From an optimization exercise on the open Yosys and OpenROAD flow, aimed at small area, a short achievable clock period and few clock cycles per item; shortcuts taken in it are not production practice.
Only simulation tests tie the RTL to the original design; equivalence was not proved.

==> design/flow/design.v <==
module lce_loop (
    input  wire         clk,
    input  wire         rst,
    input  wire         start,
    input  wire         reinit,
    input  wire         load,
    input  wire [31:0]  load_val,
    input  wire [31:0]  y_in,
    input  wire [31:0]  sp_in,
    input  wire         sp_scaled,
    input  wire [31:0]  sp_gain,
    input  wire [4:0]   sp_shift,
    input  wire [31:0]  sp_offset,
    input  wire         ff_en,
    input  wire [31:0]  ff_x,
    input  wire [31:0]  ff_x0,
    input  wire [4:0]   ff_xs,
    input  wire [543:0] ff_y,
    input  wire [31:0]  kp,
    input  wire [31:0]  ki,
    input  wire [31:0]  kd,
    input  wire [31:0]  kf,
    input  wire [4:0]   sh_p,
    input  wire [4:0]   sh_i,
    input  wire [4:0]   sh_d,
    input  wire [4:0]   sh_f,
    input  wire         den,
    input  wire [31:0]  out_min,
    input  wire [31:0]  out_max,
    input  wire [31:0]  slew,
    input  wire [31:0]  i_min,
    input  wire [31:0]  i_max,
    output reg          done,
    output wire [31:0]  u_out,
    output wire [31:0]  i_out,
    output wire [31:0]  e_out,
    output wire [31:0]  sp_out,
    output wire         isat,
    output wire         osat,
    output wire         rsat
);
    localparam [2:0] OP_NONE = 3'd0,
                     OP_SP   = 3'd1,
                     OP_P    = 3'd2,
                     OP_RAW  = 3'd3,
                     OP_FF   = 3'd4,
                     OP_DF   = 3'd5,
                     OP_DI   = 3'd6;
    function [31:0] sat34;
        input [33:0] v;
        begin
            if (v[33] == 1'b0 && v[32:31] != 2'b00)
                sat34 = 32'h7FFF_FFFF;
            else if (v[33] == 1'b1 && v[32:31] != 2'b11)
                sat34 = 32'h8000_0000;
            else
                sat34 = v[31:0];
        end
    endfunction
    function [33:0] sx;
        input [31:0] v;
        begin
            sx = {{2{v[31]}}, v};
        end
    endfunction
    function lt34;
        input [33:0] a;
        input [33:0] b;
        begin
            lt34 = $signed(a) < $signed(b);
        end
    endfunction
    reg         busy;
    reg  [3:0]  cnt;
    reg         f_sc, f_fe, f_de, f_ri;    
    reg  [31:0] u_r, i_r, e_r, sp_r, d_r, ep_r;
    reg         isat_r, osat_r, rsat_r;
    reg  [32:0] ma;
    reg  [32:0] mb;
    reg  [4:0]  msh;
    reg  [2:0]  mop;
    reg         mv;         
    reg         mbw;        
    reg         pass;       
    reg  [44:0] r1;         
    reg  [63:0] rp;         
    reg  [4:0]  rsh;        
    reg  [2:0]  xop;        
    reg  [31:0] t_off;      
    reg  [31:0] t_y;        
    reg  [32:0] t_lo;       
    reg  [33:0] t_hi;       
    reg  [4:0]  xs_r;
    reg  [31:0] ylo;        
    reg  [32:0] yhi;        
    reg  [25:0] fr;         
    reg  [31:0] p_r;        
    reg         c_ltmin, c_gtmax, c_lemin, c_gemax, c_eqlim, c_ltl, c_gth;
    reg         r_min, r_max;
    assign u_out  = u_r;
    assign i_out  = i_r;
    assign e_out  = e_r;
    assign sp_out = sp_r;
    assign isat   = isat_r;
    assign osat   = osat_r;
    assign rsat   = rsat_r;
    reg [2:0] ld_op;
    reg [3:0] c_s, c_ire, c_fin;
    always @(*) begin
        ld_op = OP_NONE;
        c_ire = 4'd15;
        case ({f_sc, f_ri, f_de, f_fe})
            4'b0011: begin
                case (cnt) 4'd1: ld_op = OP_RAW; 4'd2: ld_op = OP_FF; 4'd3: ld_op = OP_DF;
                           4'd4: ld_op = OP_P;   4'd5: ld_op = OP_DI; default: ; endcase
                c_s = 4'd6; c_fin = 4'd7;
            end
            4'b0010: begin
                case (cnt) 4'd1: ld_op = OP_RAW; 4'd2: ld_op = OP_P; 4'd3: ld_op = OP_DF;
                           4'd4: ld_op = OP_DI; default: ; endcase
                c_s = 4'd6; c_fin = 4'd7;
            end
            4'b0001: begin
                case (cnt) 4'd1: ld_op = OP_P; 4'd2: ld_op = OP_FF; 4'd3: ld_op = OP_DI;
                           default: ; endcase
                c_s = 4'd4; c_fin = 4'd5;
            end
            4'b0000: begin
                case (cnt) 4'd1: ld_op = OP_P; 4'd2: ld_op = OP_DI; default: ; endcase
                c_s = 4'd3; c_fin = 4'd4;
            end
            4'b0101, 4'b0111: begin
                case (cnt) 4'd1: ld_op = OP_P; 4'd2: ld_op = OP_FF; 4'd3: ld_op = OP_DI;
                           default: ; endcase
                c_ire = 4'd5; c_s = 4'd6; c_fin = 4'd7;
            end
            4'b0100, 4'b0110: begin
                case (cnt) 4'd1: ld_op = OP_P; 4'd2: ld_op = OP_DI; default: ; endcase
                c_ire = 4'd4; c_s = 4'd5; c_fin = 4'd6;
            end
            4'b1011: begin
                case (cnt) 4'd2: ld_op = OP_FF; 4'd3: ld_op = OP_RAW; 4'd4: ld_op = OP_P;
                           4'd5: ld_op = OP_DF; 4'd6: ld_op = OP_DI; default: ; endcase
                c_s = 4'd8; c_fin = 4'd9;
            end
            4'b1010: begin
                case (cnt) 4'd2: ld_op = OP_P; 4'd3: ld_op = OP_RAW; 4'd5: ld_op = OP_DF;
                           4'd6: ld_op = OP_DI; default: ; endcase
                c_s = 4'd8; c_fin = 4'd9;
            end
            4'b1001: begin
                case (cnt) 4'd2: ld_op = OP_FF; 4'd3: ld_op = OP_P; 4'd4: ld_op = OP_DI;
                           default: ; endcase
                c_s = 4'd5; c_fin = 4'd6;
            end
            4'b1000: begin
                case (cnt) 4'd2: ld_op = OP_P; 4'd3: ld_op = OP_DI; default: ; endcase
                c_s = 4'd4; c_fin = 4'd5;
            end
            4'b1101, 4'b1111: begin
                case (cnt) 4'd2: ld_op = OP_FF; 4'd3: ld_op = OP_P; 4'd4: ld_op = OP_DI;
                           default: ; endcase
                c_ire = 4'd6; c_s = 4'd7; c_fin = 4'd8;
            end
            default: begin  
                case (cnt) 4'd2: ld_op = OP_P; 4'd3: ld_op = OP_DI; default: ; endcase
                c_ire = 4'd5; c_s = 4'd6; c_fin = 4'd7;
            end
        endcase
    end
    wire stall  = mv && mbw && !pass;
    wire adv    = busy && !stall;
    wire s_now   = adv && (cnt == c_s);
    wire ire_now = adv && (cnt == c_ire);
    wire fin_now = adv && (cnt == c_fin);
    wire [19:0] m_dig = !mbw ? mb[19:0] :
                        pass ? {1'b0, mb[18:0]} :
                               {{6{mb[32]}}, mb[32:19]};
    wire [63:0] m_acc = pass ? {r1, 19'd0} : 64'd0;
    reg  [63:0] m_sum;
    reg  [20:0] bx;
    reg  [2:0]  bg;
    reg         b_one, b_two, b_neg;
    reg  [34:0] b_x;
    reg  [63:0] b_negs;
    integer     bi;
    localparam [63:0] B_K = 64'hFFEA_AAAC_0000_0000;  
    always @(*) begin
        bx     = {m_dig, 1'b0};
        b_negs = 64'd0;
        m_sum  = m_acc + B_K;
        for (bi = 0; bi < 10; bi = bi + 1) begin
            bg    = bx[2*bi +: 3];
            b_one = bg[0] ^ bg[1];
            b_two = (bg == 3'b011) || (bg == 3'b100);
            b_neg = bg[2] & ~(bg[1] & bg[0]);
            b_x   = b_one ? {{2{ma[32]}}, ma} : b_two ? {ma[32], ma, 1'b0} : 35'd0;
            b_x   = b_x ^ {35{b_neg}};
            b_negs[2*bi] = b_neg;
            m_sum = m_sum + ({29'd0, ~b_x[34], b_x[33:0]} << (2*bi));
        end
        m_sum = m_sum + b_negs;
    end
    wire [63:0] x_sh  = $signed(rp) >>> rsh;
    wire [31:0] x_ovm = rp[62:31] ^ {32{rp[63]}};
    wire [31:0] x_thr = ~((32'd1 << rsh) - 32'd1);    
    wire        x_ov  = |(x_ovm & x_thr);
    wire [31:0] x_q   = !x_ov ? x_sh[31:0] : (rp[63] ? 32'h8000_0000 : 32'h7FFF_FFFF);
    wire [33:0] x_qw  = x_sh[33:0];
    wire [31:0] sp_val = (xop == OP_SP) ? sat34(sx(x_q) + sx(t_off)) : ma[31:0];
    wire [31:0] e_val  = sat34(sx(sp_val) - sx(t_y));
    wire        e_now  = (xop == OP_SP) || (cnt == 4'd1 && !f_sc);
    wire [31:0] e_cur  = e_now ? e_val : e_r;
    wire [31:0] de_val = sat34(sx(e_cur) - sx(ep_r));
    wire [31:0] rd_val = sat34(sx(x_q) - sx(d_r));
    wire [31:0] dn_val = sat34(sx(d_r) + sx(x_q));
    wire [32:0] t_sh   = t_lo >> xs_r;
    wire        t_neg  = t_lo[32];
    wire        t_top  = |t_sh[32:4];
    wire [4:0]  t_i    = t_neg ? 5'd0 : t_top ? 5'd16 : {1'b0, t_sh[3:0]};
    wire [25:0] t_f    = (t_neg || t_top) ? 26'd0 : (t_lo[25:0] & ~(26'h3FF_FFFF << xs_r));
    wire [4:0]  t_i1   = (t_i == 5'd16) ? 5'd16 : t_i + 5'd1;
    wire [31:0] t_y0   = ff_y[t_i * 32 +: 32];
    wire [31:0] t_y1   = ff_y[t_i1 * 32 +: 32];
    wire [32:0] dy_val = yhi - {ylo[31], ylo};
    wire [31:0] s_p    = (xop == OP_P) ? x_q : p_r;
    wire [33:0] s_w    = (xop == OP_FF) ? x_qw : 34'd0;
    wire [35:0] s_sum  = {{4{ylo[31]}}, ylo} + {{2{s_w[33]}}, s_w} + {{4{s_p[31]}}, s_p} +
                         {{4{i_r[31]}}, i_r} + {{4{d_r[31]}}, d_r};
    wire [31:0] s_val  = ($signed(s_sum) > 36'sh0_7FFF_FFFF) ? 32'h7FFF_FFFF :
                         ($signed(s_sum) < -36'sh0_8000_0000) ? 32'h8000_0000 : s_sum[31:0];
    wire [33:0] ri_sum = sx(u_r) - sx(ylo) - sx(p_r);
    wire [31:0] ri_val = lt34(ri_sum, sx(i_min)) ? i_min :
                         lt34(sx(i_max), ri_sum) ? i_max : ri_sum[31:0];
    wire        di_pos = !x_q[31] && (x_q != 32'd0);
    wire        di_neg = x_q[31];
    wire        i_hold = ((c_gemax || c_eqlim) && di_pos) || ((c_lemin || c_eqlim) && di_neg);
    wire [33:0] in_sum = sx(i_r) + sx(x_q);
    wire        in_lo  = lt34(in_sum, sx(i_min));
    wire        in_hi  = lt34(sx(i_max), in_sum);
    wire [31:0] in_val = in_lo ? i_min : in_hi ? i_max : in_sum[31:0];
    wire [33:0] lo2    = {t_lo[32], t_lo};
    wire        mn_gt_hi = lt34(t_hi, sx(out_min));
    wire        mn_lt_lo = lt34(sx(out_min), lo2);
    wire        mx_lt_lo = lt34(sx(out_max), lo2);
    wire        mx_gt_hi = lt34(t_hi, sx(out_max));
    wire [31:0] b_lo   = mn_gt_hi ? t_hi[31:0] : mn_lt_lo ? lo2[31:0] : out_min;
    wire [31:0] b_hi   = mx_lt_lo ? lo2[31:0]  : mx_gt_hi ? t_hi[31:0] : out_max;
    reg  [32:0] nx_a, nx_b;
    reg  [4:0]  nx_sh;
    always @(*) begin
        case (ld_op)
            OP_P:    begin nx_a = {e_cur[31], e_cur};   nx_b = {kp[31], kp}; nx_sh = sh_p;  end
            OP_RAW:  begin nx_a = {de_val[31], de_val}; nx_b = {kd[31], kd}; nx_sh = sh_d;  end
            OP_FF:   begin nx_a = (cnt == 4'd2) ? dy_val : yhi;
                           nx_b = {7'd0, fr};                                nx_sh = xs_r;  end
            OP_DF:   begin nx_a = {rd_val[31], rd_val}; nx_b = {kf[31], kf}; nx_sh = sh_f;  end
            default: begin nx_a = {e_cur[31], e_cur};   nx_b = {ki[31], ki}; nx_sh = sh_i;  end
        endcase
    end
    wire nx_w = (nx_b[32:19] != {14{nx_b[19]}});
    always @(posedge clk) begin
        if (rst) begin
            busy   <= 1'b0;
            cnt    <= 4'd0;
            done   <= 1'b0;
            mv     <= 1'b0;
            pass   <= 1'b0;
            xop    <= OP_NONE;
            u_r    <= 32'd0;
            i_r    <= 32'd0;
            e_r    <= 32'd0;
            sp_r   <= 32'd0;
            d_r    <= 32'd0;
            ep_r   <= 32'd0;
            isat_r <= 1'b0;
            osat_r <= 1'b0;
            rsat_r <= 1'b0;
        end else begin
            done <= 1'b0;
            if (!busy) begin
                ma    <= {sp_in[31], sp_in};
                mb    <= {sp_gain[31], sp_gain};
                mbw   <= (sp_gain[31:19] != {13{sp_gain[19]}});
                msh   <= sp_shift;
                mop   <= OP_SP;
                t_off <= sp_offset;
                t_y   <= y_in;
                t_lo  <= {ff_x[31], ff_x} - {ff_x0[31], ff_x0};
                xs_r  <= ff_xs;
                f_sc  <= sp_scaled;
                f_fe  <= ff_en;
                f_de  <= den && !reinit;
                f_ri  <= reinit;
                xop   <= OP_NONE;
                pass  <= 1'b0;
                if (start) begin
                    busy <= 1'b1;
                    cnt  <= 4'd1;
                    mv   <= sp_scaled;
                end else if (load) begin
                    u_r <= load_val;
                end
            end else if (stall) begin
                r1   <= m_sum[44:0];
                pass <= 1'b1;
            end else begin
                cnt  <= cnt + 4'd1;
                pass <= 1'b0;
                if (mv) begin
                    rp  <= m_sum;
                    rsh <= msh;
                    xop <= mop;
                end else begin
                    xop <= OP_NONE;
                end
                mv <= (ld_op != OP_NONE);
                if (ld_op != OP_NONE) begin
                    ma  <= nx_a;
                    mb  <= nx_b;
                    msh <= nx_sh;
                    mop <= ld_op;
                    mbw <= nx_w;
                end
                if (cnt == 4'd1) begin
                    ylo  <= f_fe ? t_y0 : 32'd0;
                    yhi  <= f_fe ? {t_y1[31], t_y1} : 33'd0;
                    fr   <= t_f;
                    t_lo <= {u_r[31], u_r} - {1'b0, slew};
                    t_hi <= sx(u_r) + {2'b0, slew};
                    if (!f_de)
                        d_r <= 32'd0;
                end
                if (cnt == 4'd2) begin
                    yhi   <= dy_val;
                    t_lo  <= {b_lo[31], b_lo};
                    t_hi  <= sx(b_hi);
                    r_min <= mn_lt_lo || mn_gt_hi;
                    r_max <= mx_lt_lo || mx_gt_hi;
                end
                if (e_now) begin
                    sp_r <= sp_val;
                    e_r  <= e_val;
                end
                case (xop)
                    OP_FF:  ylo <= ylo + x_qw[31:0];
                    OP_P:   p_r <= x_q;
                    OP_DF:  d_r <= dn_val;
                    default: ;
                endcase
                if (ire_now) begin
                    i_r <= ri_val;
                    d_r <= 32'd0;
                end
                if (s_now) begin
                    p_r     <= s_val;
                    c_ltmin <= lt34(sx(s_val), sx(out_min));
                    c_gtmax <= lt34(sx(out_max), sx(s_val));
                    c_lemin <= !lt34(sx(out_min), sx(s_val));
                    c_gemax <= !lt34(sx(s_val), sx(out_max));
                    c_eqlim <= (out_min == out_max);
                    c_ltl   <= lt34(sx(s_val), sx(t_lo[31:0]));
                    c_gth   <= lt34(sx(t_hi[31:0]), sx(s_val));
                end
                if (fin_now) begin
                    u_r    <= c_ltl ? t_lo[31:0] : c_gth ? t_hi[31:0] : p_r;
                    osat_r <= c_ltmin || c_gtmax;
                    rsat_r <= c_ltmin ? r_min : c_gtmax ? r_max : (c_ltl || c_gth);
                    if (i_hold) begin
                        isat_r <= 1'b0;
                    end else begin
                        i_r    <= in_val;
                        isat_r <= in_lo || in_hi;
                    end
                    ep_r <= e_r;
                    done <= 1'b1;
                    busy <= 1'b0;
                    cnt  <= 4'd0;
                    mv   <= 1'b0;
                end
            end
        end
    end
endmodule
==> design/flow/run.sh <==
#!/bin/bash
# synth_recipe.tcl (not shown) runs the flow's synth.tcl, then flattens the netlist and writes it again
# the make line also repeats each setting of config.mk as NAME=value (left out here)
make -C /OpenROAD-flow-scripts/flow DESIGN_CONFIG=/design/flow/config.mk WORK_HOME=/design/flow/orfs CLKGATE_MAP_FILE= SYNTH_SCRIPT=/design/flow/synth_recipe.tcl finish
==> design/flow/config.mk <==
export PLATFORM = sky130hd
export DESIGN_NAME = lce_loop
export DESIGN_NICKNAME = lce_loop
export VERILOG_FILES = /design/flow/design.v
export SDC_FILE = /design/flow/constraint.sdc
export NUM_CORES = 4
export LEC_CHECK = 0
export CAP_MARGIN = 20
export CORE_MARGIN = 2
export CORE_UTILIZATION = 40
export SLEW_MARGIN = 20
==> design/flow/constraint.sdc <==
create_clock -name core_clock -period 38.0 [get_ports {clk}]
set_input_delay 7.6000 -clock core_clock [delete_from_list [all_inputs] [get_ports {clk}]]
set_output_delay 7.6000 -clock core_clock [all_outputs]
set_load 0.01 [all_outputs]
==> results.toml <==
[finish]
nets = 15500
drive_gt1_share_pct = 6.61
syn2layout_area_growth_pct = 20.4

[timing]
setup_viol = 0
fin_crit_sh_pct = 48.6
hold_viol = 0
rsz0062_at_grt = "no"
max_freq_mhz = 54.2
tns_ps = 0
fin_skew_ps = 80.1
worstMarginPinSlew_ps = 1360
slew_headroom_pct = 9.06
post-route-min-period_ps = 18460
drv_slew = 0

[detailed_routing]
postRouteAntennaNets = 0
vias_per_cell = 6.73
wire_per_inst_um = 39.4
drc = 0
dr.pass1.iters = 11
drt_iter0_markers = 16400
routed_wl_mm = 654
num_vias = 112000

[floorplan]
fp.dieArea_um2 = 253000
start_util_pct = 40.1
dieWidth_um = 503
io_pins = 1226
row_count = 183
core_area_um2 = 248000
die_h_um = 503

[clocking]
post_cts_resized = 0
cts.htree.levels = 3
cts_made_buffers = 90
clock-sinks = 666
clk_latency_ps = 830
clk_pin_slew_ps = 60
clockRootBuffer = "clkbuf_16"
cts_setup_buffers = 0
clock_path_buffers = 3
cts_tree = "yes"
hold_buffers = 0

[placed_design]
dpl.hpwl_mm = 536
place_congestion = 1.21
portBuffers = 1225

[grt]
first_global_vias = 104000
antenna_found_initial = 249
grt_pass1_wl_mm = 873
grt_overflow = 0
grt_max_degree = 117
track_usage_pct = 50.0

[run_status]
status = "no timing/DRC/antenna violations"

[worst_setup_path]
cp_slowest_cell = "a311oi_1"
r2r_slack_ps = 19540
path_max_fanout = 35
required_ps = 38540
crit_type = "flop to flop"
critPathLaunchType = "flop"
cp-end-kind = "flop"
cpPeakStageDelay_ps = 890
arrival_ps = 19000
crit_path_frequent_cell = "nand2_1"

[logic_synthesis]
synth_common_cells = "nand2_1 (1142), inv_1 (1064), ha_1 (1033)"
synthesis.area_um2 = 99400
synthFlopType = "edfxtp_1"
yosysTopAreaCell = "edfxtp_1"
syn_area_per_cell_um2 = 8.26
yosysWarningCount = 1
synth.most_common_cell = "nand2_1"
synth_seq_cells = 666
synth.distinct_cells = 99
synth_edf_count = 460
synth_top_area_share_pct = 13.9
synth.area.top_cells = "edfxtp_1 (14%), ha_1 (13%), fa_1 (8.6%)"
synth_cells = 12000
yosysSeqAreaShare_pct = 18.0
syn_nets = 14600
async_flop_share_pct = 0

[job]
drv_cap = 0

[worst_hold_path]
hold_path_class = "flop to flop"
==> per-layer routing <==
layer | part of all wire, % | up-vias | track usage (%)
met5 | 0.067 | - | 0.952
met4 | 12 | 54 | 50.2
met3 | 13 | 2495 | 19.1
met2 | 41 | 8814 | 71.2
met1 | 34 | 54500 | 56.0
li1 | - | 45800 | -
==> kinds of logic after synthesis <==
family | synth area share [%]
AOI/OAI and AO/OA | 24.0
xor gates and xnor gates | 6.48
adders and majority gates | 21.7
buffers and inverters | 7.06
DFF | 18.0
muxes | 8.06
and+or+nand+nor | 14.7
==> registers in the layout (all words and copies together), names as in the netlist, 26 cells and up <==
| register | flops |
|---|---|
| t_hi | 34 |
| ep_r | 32 |
| r1 | 45 |
| i_r | 32 |
| t_off | 32 |
| ylo | 32 |
| u_r | 32 |
| d_r | 32 |
| rp | 64 |
| mb | 32 |
| p_r | 32 |
| sp_r | 32 |
| t_y | 32 |
| e_r | 32 |
| fr | 26 |
| ma | 33 |
| t_lo | 33 |
| yhi | 33 |
==> cells in the final DEF, fill, tap and decap left out, types with 298 or more instances in the layout <==
master | netlist | layout
a21o_1 | 298 | 298
a21oi_1 | 936 | 928
a22oi_1 | 344 | 343
buf_4 | 9 | 311
clkdlybuf4s50_1 | 0 | 1224
edfxtp_1 | 460 | 460
fa_1 | 429 | 429
ha_1 | 1033 | 1032
inv_1 | 1064 | 1062
mux2i_1 | 358 | 357
nand2_1 | 1142 | 1138
nor2_1 | 830 | 802
o21ai_0 | 592 | 588
xnor2_1 | 360 | 357
xor2_1 | 376 | 374
==> stage by stage <==
step                setup WS [ps]  utilization, %  hold WS, ps  area (µm²)  cells
floorplan                   23800               -          400       99400  12000
global placement            20400            46.7          444      116000  16200
detailed placement          20190            46.7          449      116000  16200
CTS                         20100            47.9          458      119000  16300
global route                18580            48.2          480      119000  16500
finish                      19540            48.3          460      120000  16600
==> worst max-delay path: cells and delay by family (launching register included) <==
kind            cells  cell delay (ps)
flops               1              370
compound gates     28            10410
simple gates       14             4470
buf+inv             5              830
fa+ha+maj           5             1710
mux                 1              300
==> path summary, 6_finish.rpt <==
kind,cells after the start,from,to
worst min-delay path,2,ep_r[13]$_SDFFE_PP0P_,ep_r[13]$_SDFFE_PP0P_
worst min register to register,2,ep_r[13]$_SDFFE_PP0P_,ep_r[13]$_SDFFE_PP0P_
worst max-delay path,53,rsh[1]$_DFFE_PP_,ma[24]$_DFFE_PP_
worst max register to register,53,rsh[1]$_DFFE_PP_,ma[24]$_DFFE_PP_
==> layout make-up <==
cell class                 instances  area, µm²
antenna                          276        691
tap                             3330       4170
fill                           24200     128000
clock buffer                     112       2430
multi-input combinational       9545      75100
timing repair buffer            1541      14700
clock inverter                    57        638
inverter                        1073       4030
sequential                       666      17900
Testbench counts, summed over its fixed seeds: cycles 94,803, items 12,000.

-- afterwards: timing with drivers on the ports --
In the flow no input, the clock included, has a driving cell. The finished layout below was timed again as built, in two steps.
Step 1 (the two cells are an assumption about what drives the block):
set clk [get_ports {clk}]
set_driving_cell -lib_cell sky130_fd_sc_hd__clkbuf_16 $clk
set_driving_cell -lib_cell sky130_fd_sc_hd__buf_2 [delete_from_list [all_inputs] $clk]
Step 2 moves the port delays by t, midway between the first and last clock arrival at a register: inputs arrive t later, outputs are due t later. That takes back most of the time a late clock gives input paths.
Slacks: no drivers / after step 1 / after step 2; pairs: no drivers / after step 1.
t (ns): 0.913
setup WS [ns]: 19.536 / 19.536 / 19.536
worst setup path after step 2: register to register
After both steps setup and hold are still met in this run. For this run, drivers alone change the setup slack by 0.000 ns; drivers and shift together by 0.000 ns.
